Context: an optimization exercise on an open-source flow, tuned for small area, a short achievable clock period and few clock cycles per item. The choices shown serve that exercise and are no tape-out recipe.
Where RTL was checked, it was by simulation tests only, not by an equivalence proof against the original.

run 1:
## sha256_unit
module sha256_unit (
    input  wire         clk,
    input  wire         rst,           
    input  wire         blk_valid,
    output wire         blk_ready,
    input  wire         blk_first,
    input  wire [511:0] blk_data,
    output reg          dig_valid,
    input  wire         dig_ready,
    output wire [255:0] dig_data
);
    localparam [31:0] IV0 = 32'h6a09e667, IV1 = 32'hbb67ae85, IV2 = 32'h3c6ef372, IV3 = 32'ha54ff53a,
                      IV4 = 32'h510e527f, IV5 = 32'h9b05688c, IV6 = 32'h1f83d9ab, IV7 = 32'h5be0cd19;
    function [31:0] rotr(input [31:0] x, input integer n);
        rotr = (x >> n) | (x << (32 - n));
    endfunction
    reg         run;         
    reg  [5:0]  t;           
    reg  [5:0]  tk;          
    reg         fin;         
    reg         acc_done;    
    reg  [1:0]  ph;          
    reg         ivl;         
    reg         nv_r;        
    reg         first_r;     
    wire waiting  = !run && !fin;
    wire merge    = fin && nv_r && !first_r;             
    wire ivload   = waiting && nv_r && first_r && !ivl && !dig_valid;
  ...
Size: ~5500 cells after synthesis, about 1000 flip-flops, about 0.053 mm^2 of cells after synthesis.
clock: 10.0 ns
lec_check: 0
cap_margin: 20
core_margin: 2
core_utilization: 40
slew_margin: 20
standard.sh (not shown) runs the stock make flow with config.mk's settings and CLKGATE_MAP_FILE= SYNTH_SCRIPT=/design/flow/synth_recipe.tcl, a recipe that flattens the netlist after the stock synthesis.
==> flow/flow/run.sh <==
#!/bin/bash
# Own layout flow: the standard flow (standard synthesis unchanged), with
#  - the port buffers made of the smallest buffer cell, and
#  - timing repair aimed at a setup margin below the clock period (the SDC
#    and its clock period are unchanged).
set -euo pipefail
MARGIN=$(cat flow/margin.txt)
bash standard.sh \
  "BUFFER_PORTS_ARGS=-buffer_cell sky130_fd_sc_hd__buf_1" \
  "SETUP_SLACK_MARGIN=${MARGIN}" \
  finish > standard.log 2>&1
==> flow/flow/margin.txt <==
6
The inputs of run 2 differ from those of run 1 as listed below.
# run 1
export LEC_CHECK = 0
export CAP_MARGIN = 20
export CORE_MARGIN = 2
export CORE_UTILIZATION = 40
export SLEW_MARGIN = 20
create_clock -name core_clock -period 10.0 [get_ports {clk}]
# run 2
export LEC_CHECK = 0
export CAP_MARGIN = 20
export CORE_MARGIN = 2
export CORE_UTILIZATION = 40
export SETUP_SLACK_MARGIN = 5
export SLEW_MARGIN = 20
create_clock -name core_clock -period 10.0 [get_ports {clk}]
==> flow/run.sh (new file) <==
#!/bin/bash
# synth_recipe.tcl (not shown) runs the flow's synth.tcl, then flattens the netlist and writes it again
# the make line also repeats each setting of config.mk as NAME=value (left out here)
make -C /OpenROAD-flow-scripts/flow DESIGN_CONFIG=/design/flow/config.mk WORK_HOME=/design/flow/orfs CLKGATE_MAP_FILE= SYNTH_SCRIPT=/design/flow/synth_recipe.tcl finish
removed: flow/flow/run.sh
removed: flow/flow/margin.txt
removed: flow/standard.sh
Findings:
Diff run 1 -> run 2: clock buffer count in the final layout dropped 3; non-clock buffer instance count of the final layout decreased 18%; final worst-path setup slack went down; sequential share of layout area now sits at about the same level. Run 1 -> run 2: number of max-cap violations delta 0, exact match. Per the comparison of run 2 with run 1, layout-stage area growth over the synthesis result dropped 0.17 points; multi-input combinational cell count about even; number of placed cells counting well taps comparable; first-pass GRT wire length held.
No run of this note included a check of the RTL's function; only the layout flow was run.

Setup of amber:
sha256_unit, a different RTL version from the one above (not shown whole).
Size: about 6600 cells after synthesis, ~1200 flip-flops, about 780 I/O pins, about 62000 um2 of cells after synthesis.
Settings: LEC_CHECK=0, CAP_MARGIN=20, CORE_MARGIN=2, CORE_UTILIZATION=40, CTS_BUF_LIST=sky130_fd_sc_hd__clkbuf_8, CTS_CLUSTER_SIZE=20, SLEW_MARGIN=20; clock period 10.0 ns.
==> flow/flow/run.sh <==
#!/bin/bash
# Own layout flow: the standard flow (standard synthesis unchanged), with
#  - the port buffers made of the smallest buffer cell, and
#  - timing repair aimed at a setup margin below the clock period (the SDC
#    and its clock period are unchanged).
set -euo pipefail
MARGIN=$(cat flow/margin.txt)
bash standard.sh \
  "BUFFER_PORTS_ARGS=-buffer_cell sky130_fd_sc_hd__buf_1" \
  "SETUP_SLACK_MARGIN=${MARGIN}" \
  finish > standard.log 2>&1
==> flow/flow/margin.txt <==
6
amber: PASS, flow complete, no timing, DRC or antenna violations
Testbench counts of amber, summed over its fixed seeds: cycles 63,953, blocks 960.
For onyx, these inputs were changed with respect to amber:
--- a/flow/config.mk
+++ b/flow/config.mk
@@ -10,4 +10,3 @@
 export CORE_UTILIZATION = 40
 export CTS_BUF_LIST = sky130_fd_sc_hd__clkbuf_8
-export CTS_CLUSTER_SIZE = 20
 export SLEW_MARGIN = 20
Findings:
onyx has data arrival time of the worst path above what amber had. Buffering stage count on the worst path with inverters included: onyx vs amber down 2. Comparing amber with onyx, the sequential fraction of total cell area came out essentially unchanged. Clock buffer and inverter area fraction after layout: onyx vs amber — no meaningful difference.
For harbor, these inputs were changed with respect to onyx:
--- a/flow/config.mk
+++ b/flow/config.mk
@@ -9,4 +9,3 @@
 export CORE_MARGIN = 2
 export CORE_UTILIZATION = 40
-export CTS_BUF_LIST = sky130_fd_sc_hd__clkbuf_8
 export SLEW_MARGIN = 20
==> comparison <==
Timing, DRC, antenna: 0 failures across onyx and harbor. Changes observed in harbor relative to onyx: final critical path time including I/O delays and setup now sits at about the same level, met1 layer wirelength in the final routing dropped 1.3%, buffer share of cell area shows no meaningful change, antenna diode count fell by 4.

[port drivers added, routing unchanged]
Ports are ideal in the flow. The routed layouts listed here were re-timed in OpenROAD. Step 1 sets driving cells, clkbuf_16 on the clock port and buf_2 on the other inputs (assumed; they add their load-dependent delay and slew). Step 2 moves the port delays by t, midway between the first and last clock arrival at a register: inputs arrive t later, outputs are due t later. That takes back most of the time a late clock gives input paths. Slacks: no drivers / after step 1 / after step 2; pairs: no drivers / after step 1.
| run | shift t [ns] | setup slack, ns | worst setup path at the end | clock arrival spread, ns | cell pins on the clock port's net |
|---|---|---|---|---|---|
| run 1 | 0.808 | 4.883 / 4.883 / 4.883 | register to register | 0.041 / 0.041 | 1 |
| run 2 | 0.805 | 4.797 / 4.797 / 4.797 | register to register | 0.043 / 0.043 | 1 |
| amber | 0.982 | 5.822 / 5.796 / 5.684 | input to register | 0.071 / 0.071 | 1 |
| onyx | 0.970 | 5.831 / 5.822 / 5.639 | input to register | 0.069 / 0.069 | 1 |
| harbor | 0.835 | 5.831 / 5.831 / 5.716 | input to register | 0.085 / 0.084 | 1 |
After both steps setup and hold are still met in every run listed. The setup slack of onyx, which loses most, moves by -0.009 ns with the drivers and by -0.192 ns with both steps.
